Background: an optimization exercise with open tools, aiming at small area. Do not read the settings as production practice.
In this exercise RTL edits were held to simulation tests only and were not proved equivalent to the original.
No activity file was given, so power comes from the tool's default toggle rates.

## rev 12
==> flow/design.v (excerpt) <==
module hem_core (
    input              clk,
    input              rst,
    input              start,
    input      [11:0]  entry,
    input      [19:0]  state_ptr,
    input      [127:0] operands,
    output reg         busy,
    output     [11:0]  imem_addr,
    input      [31:0]  imem_rdata,
    output             dmem_en,
    output             dmem_we,
    output     [3:0]   dmem_be,
    output     [12:0]  dmem_addr,
    output     [31:0]  dmem_wdata,
    input      [31:0]  dmem_rdata,
    output             post_valid,
    output     [1:0]   post_dest,
    output     [31:0]  post_data,
    output reg         done,
    output reg [3:0]   done_cause,
    output     [11:0]  done_pc
);
    localparam [5:0] OP_NOP  = 6'h00, OP_LDI  = 6'h01, OP_MOV  = 6'h02,
                     OP_LD   = 6'h03, OP_ST   = 6'h04, OP_LDA  = 6'h05,
                     OP_STAH = 6'h06, OP_MVH  = 6'h07, OP_MVA  = 6'h08,
                     OP_CLR  = 6'h09, OP_LDP  = 6'h0A, OP_SETB = 6'h0B,
                     OP_SETL = 6'h0C, OP_ADDP = 6'h0D, OP_STAW = 6'h0E,
                     OP_MPY  = 6'h10, OP_MAC  = 6'h11, OP_MSU  = 6'h12,
                     OP_MACL = 6'h13, OP_ADDA = 6'h14, OP_ASL  = 6'h15,
                     OP_SATA = 6'h16, OP_ADD  = 6'h18, OP_SUB  = 6'h19,
  ...
Size in the first run: about 660 flip-flops.
Settings: LEC_CHECK=0, ABC_AREA=1, CAP_MARGIN=20, CORE_MARGIN=2, CORE_UTILIZATION=40, CTS_CLUSTER_DIAMETER=100, CTS_CLUSTER_SIZE=24, PLACE_DENSITY=0.6, SLEW_MARGIN=20; clock period 15.0 ns.
standard.sh (not shown) runs the stock make flow with config.mk's settings and CLKGATE_MAP_FILE= SYNTH_SCRIPT=/design/flow/synth_recipe.tcl, a recipe that flattens the netlist after the stock synthesis.
==> flow/flow/run.sh <==
#!/bin/bash
# Standard layout, except that the port buffers are the smallest buffer cell
# (buf_1) instead of the default clkdlybuf4s50_1, and clock tree synthesis
# inserts no dummy loads. Each tool's output goes to a log file in this folder.
set -euo pipefail
bash standard.sh synth > synth.log 2>&1
bash standard.sh BUFFER_PORTS_ARGS="-buffer_cell sky130_fd_sc_hd__buf_1" \
    CTS_ARGS="-sink_clustering_enable -repair_clock_nets -dont_use_dummy_load -sink_clustering_size 24 -sink_clustering_max_diameter 100" \
    finish > layout.log 2>&1
test -f out/final.def
Rev 12 completed; timing, DRC and antenna clean
Inputs modified between rev 12 and rev 13:
-- flow/flow/run.sh --
<<< rev 12, line 4
# inserts no dummy loads. Each tool's output goes to a log file in this folder.
>>> rev 13, line 4
# uses clkbuf_8 with smaller clusters and inserts no dummy loads. Each tool's output goes to a log file in this folder.
<<< rev 12, line 8
    CTS_ARGS="-sink_clustering_enable -repair_clock_nets -dont_use_dummy_load -sink_clustering_size 24 -sink_clustering_max_diameter 100" \
>>> rev 13, line 8
    CTS_ARGS="-sink_clustering_enable -repair_clock_nets -dont_use_dummy_load -sink_clustering_size 14 -sink_clustering_max_diameter 70 -buf_list sky130_fd_sc_hd__clkbuf_8" \
- Routability-driven placement congestion ratio: rev 13 vs rev 12 identical
- Rev 12 and rev 13 ended up with roughly the same area growth from synthesis to layout.
- Rev 12 → rev 13: overall power after layout now smaller, met1 usage comparable.
- Of rev 12 and rev 13, the run reporting the higher met1 layer wirelength in the final routing was rev 13.
- [rev 13] worst-margin pin slew rose 45 ps relative to rev 12
- Compared rev 13 vs rev 12, and overall via count from detail_route is up in rev 13.
- Count of clock-buffer cells in the layout: higher on rev 13
- Rev 13 finished all stages; the layout is clean.

## run 1
Starting RTL as in the previous note.
==> flow/config.mk <==
export PLATFORM = sky130hd
export DESIGN_NAME = hem_core
export DESIGN_NICKNAME = hem_core
export VERILOG_FILES = /design/flow/design.v
export SDC_FILE = /design/flow/constraint.sdc
export NUM_CORES = 4
export LEC_CHECK = 0
export ABC_AREA = 1
export CAP_MARGIN = 20
export CORE_MARGIN = 2
export CORE_UTILIZATION = 40
export CTS_CLUSTER_DIAMETER = 100
export CTS_CLUSTER_SIZE = 24
export PLACE_DENSITY = 0.6
export SLEW_MARGIN = 20
==> flow/constraint.sdc <==
create_clock -name core_clock -period 15.0 [get_ports {clk}]
set_input_delay 3.0000 -clock core_clock [delete_from_list [all_inputs] [get_ports {clk}]]
set_output_delay 3.0000 -clock core_clock [all_outputs]
set_load 0.01 [all_outputs]
==> flow/flow/run.sh <==
#!/bin/bash
# Standard layout, except that the port buffers are the smallest buffer cell
# (buf_1) instead of the default clkdlybuf4s50_1, and clock tree synthesis
# uses clkbuf_8 with smaller clusters and inserts no dummy loads. Each tool's output goes to a log file in this folder.
set -euo pipefail
bash standard.sh synth > synth.log 2>&1
bash standard.sh BUFFER_PORTS_ARGS="-buffer_cell sky130_fd_sc_hd__buf_1" \
    CTS_ARGS="-sink_clustering_enable -repair_clock_nets -dont_use_dummy_load -sink_clustering_size 16 -sink_clustering_max_diameter 80 -buf_list sky130_fd_sc_hd__clkbuf_8" \
    finish > layout.log 2>&1
test -f out/final.def
Run 1 has completed all stages; timing, DRC and antenna checks passed.
Input changes introduced in run 2 (baseline for comparison: run 1):
Settings: swapping 20 for 5 in CAP_MARGIN; swapping 20 for 5 in SLEW_MARGIN.
==> flow/flow/run.sh <==
#!/bin/bash
# Standard layout, except that the port buffers are the smallest buffer cell
# (buf_1) instead of the default clkdlybuf4s50_1. Each tool's output goes to
# a log file in this folder.
set -euo pipefail
bash standard.sh synth > synth.log 2>&1
bash standard.sh BUFFER_PORTS_ARGS="-buffer_cell sky130_fd_sc_hd__buf_1" finish > layout.log 2>&1
test -f out/final.def
==> comparison <==
- From the logs: run 2 reached the end of the flow and failed the layout checks with max-capacitance violations.
- Comparing run 2 and run 1, the higher final period utilization was measured on run 2.
- Relative to run 1, the slew of the pin with the lowest slew margin of run 2 is higher by 0.18 ns.
- Origin of the worst setup path = imem_rdata[18]: run 1; origin of the worst setup path = imem_rdata[27]: run 2
- Looking at average vias per placed instance, run 2 sits 0.59% below run 1.
- Net switching component of the power, run 2 and run 1: larger value in run 2
- Run 2 vs run 1: detailed-routed wire length on met3 up slightly
- As far as non-filler instance count after layout is concerned, run 2 and run 1 perform about the same.
For run 3, these inputs were changed with respect to run 2:
Settings: SLEW_MARGIN changed from 5 to 20; CAP_MARGIN changed from 5 to 20.
==> flow/flow/run.sh <==
#!/bin/bash
# Standard layout, except that the port buffers are the smallest buffer cell
# (buf_1) instead of the default clkdlybuf4s50_1, and clock tree synthesis
# uses clkbuf_8 with smaller clusters and inserts no dummy loads. Each tool's output goes to a log file in this folder.
set -euo pipefail
bash standard.sh synth > synth.log 2>&1
bash standard.sh BUFFER_PORTS_ARGS="-buffer_cell sky130_fd_sc_hd__buf_1" \
    CTS_ARGS="-sink_clustering_enable -repair_clock_nets -dont_use_dummy_load -sink_clustering_size 16 -sink_clustering_max_diameter 72 -buf_list sky130_fd_sc_hd__clkbuf_8" \
    finish > layout.log 2>&1
test -f out/final.def
Findings:
- Run 3 closes out successfully: all stages finished, all timing, DRC and antenna checks passed.
- In the metrics for run 2 and run 3, the one carrying the higher final critical delay including setup and external delays is run 2.
- In the tables for run 2 and run 3, antenna diode count reads higher with run 2.
- First-iteration DRC count: run 2 and run 3 compared, higher one is run 3
- Run 2 → run 3: final count of negative-setup-slack endpoints ~0 delta; cell count ~0 delta; area growth from synthesis to layout -0.49 points; wire length ~0 delta; final standard cell area without fillers -about 0.45%.
- When run 3 is set beside run 2, its worst path required time turns out to be 0.19 ns larger.
What run 4 does differently from run 3 at the input level:
==> flow/flow/run.sh <==
#!/bin/bash
# Standard layout, except that the port buffers are the smallest buffer cell
# (buf_1) instead of the default clkdlybuf4s50_1. Each tool's output goes to
# a log file in this folder.
set -euo pipefail
bash standard.sh synth > synth.log 2>&1
bash standard.sh BUFFER_PORTS_ARGS="-buffer_cell sky130_fd_sc_hd__buf_1" finish > layout.log 2>&1
test -f out/final.def
Notes after the runs:
- Taking run 3 as the reference, in run 4 remaining antenna violation count about even, setup skew after layout fell 0.080 ns, detailed-route wire length about even.
- From run 3 to run 4 the numbers moved as follows: final cell count essentially unchanged; core utilization increased 0.29 points.
The inputs of run 5 differ from those of run 4 as listed below.
==> flow/flow/run.sh <==
#!/bin/bash
# Standard layout, except that the port buffers are the smallest buffer cell
# (buf_1) instead of the default clkdlybuf4s50_1, and clock tree synthesis
# uses clkbuf_8 with smaller clusters and inserts no dummy loads. Each tool's output goes to a log file in this folder.
set -euo pipefail
bash standard.sh synth > synth.log 2>&1
bash standard.sh BUFFER_PORTS_ARGS="-buffer_cell sky130_fd_sc_hd__buf_1" \
    CTS_ARGS="-sink_clustering_enable -repair_clock_nets -dont_use_dummy_load -sink_clustering_size 18 -sink_clustering_max_diameter 66 -buf_list sky130_fd_sc_hd__clkbuf_8" \
    finish > layout.log 2>&1
test -f out/final.def
==> comparison <==
Run 5 completed every stage of the flow, and the final layout passed the timing, design-rule and antenna checks.
Run 4: done, clean on timing, DRC and antenna
Run 5 vs. run 4: global-route usage did not really move; worst setup slack after layout went up.
Run 4 vs run 5, critical path's slowest cell: sky130_fd_sc_hd__nand3_1 vs sky130_fd_sc_hd__o21ai_0
The area occupied by multi-input gates of run 4 and that of run 5 are within noise of each other.

separate check: timing with driven ports:
The results above use ideal ports. As a check the final layouts listed here were re-extracted and re-timed, cells and wires unchanged.
Step 1, drivers: a clkbuf_16 drives clk and a buf_2 each remaining input, both assumed.
Step 2 moves the port delays by t, midway between the first and last clock arrival at a register: inputs arrive t later, outputs are due t later. That takes back most of the time a late clock gives input paths.
a / b / c = ideal ports / drivers / drivers and shift; a / b = the first two.
run	t, ns	slack for setup (ns)	worst register clock-pin slew, ns
rev 12	0.729	1.108 / 1.079 / 0.350	0.11 / 0.11
rev 13	0.866	1.234 / 1.206 / 0.340	0.10 / 0.10
run 1	0.871	1.326 / 1.334 / 0.462	0.12 / 0.12
run 2	0.758	0.721 / 0.693 / -0.065	0.11 / 0.11
run 3	0.881	1.267 / 1.235 / 0.354	0.11 / 0.11
run 4	0.747	0.993 / 0.970 / 0.223	0.11 / 0.11
run 5	0.867	1.260 / 1.228 / 0.361	0.11 / 0.11
For run 3, which loses most, drivers alone change the setup slack by -0.032 ns; drivers and shift together by -0.913 ns.
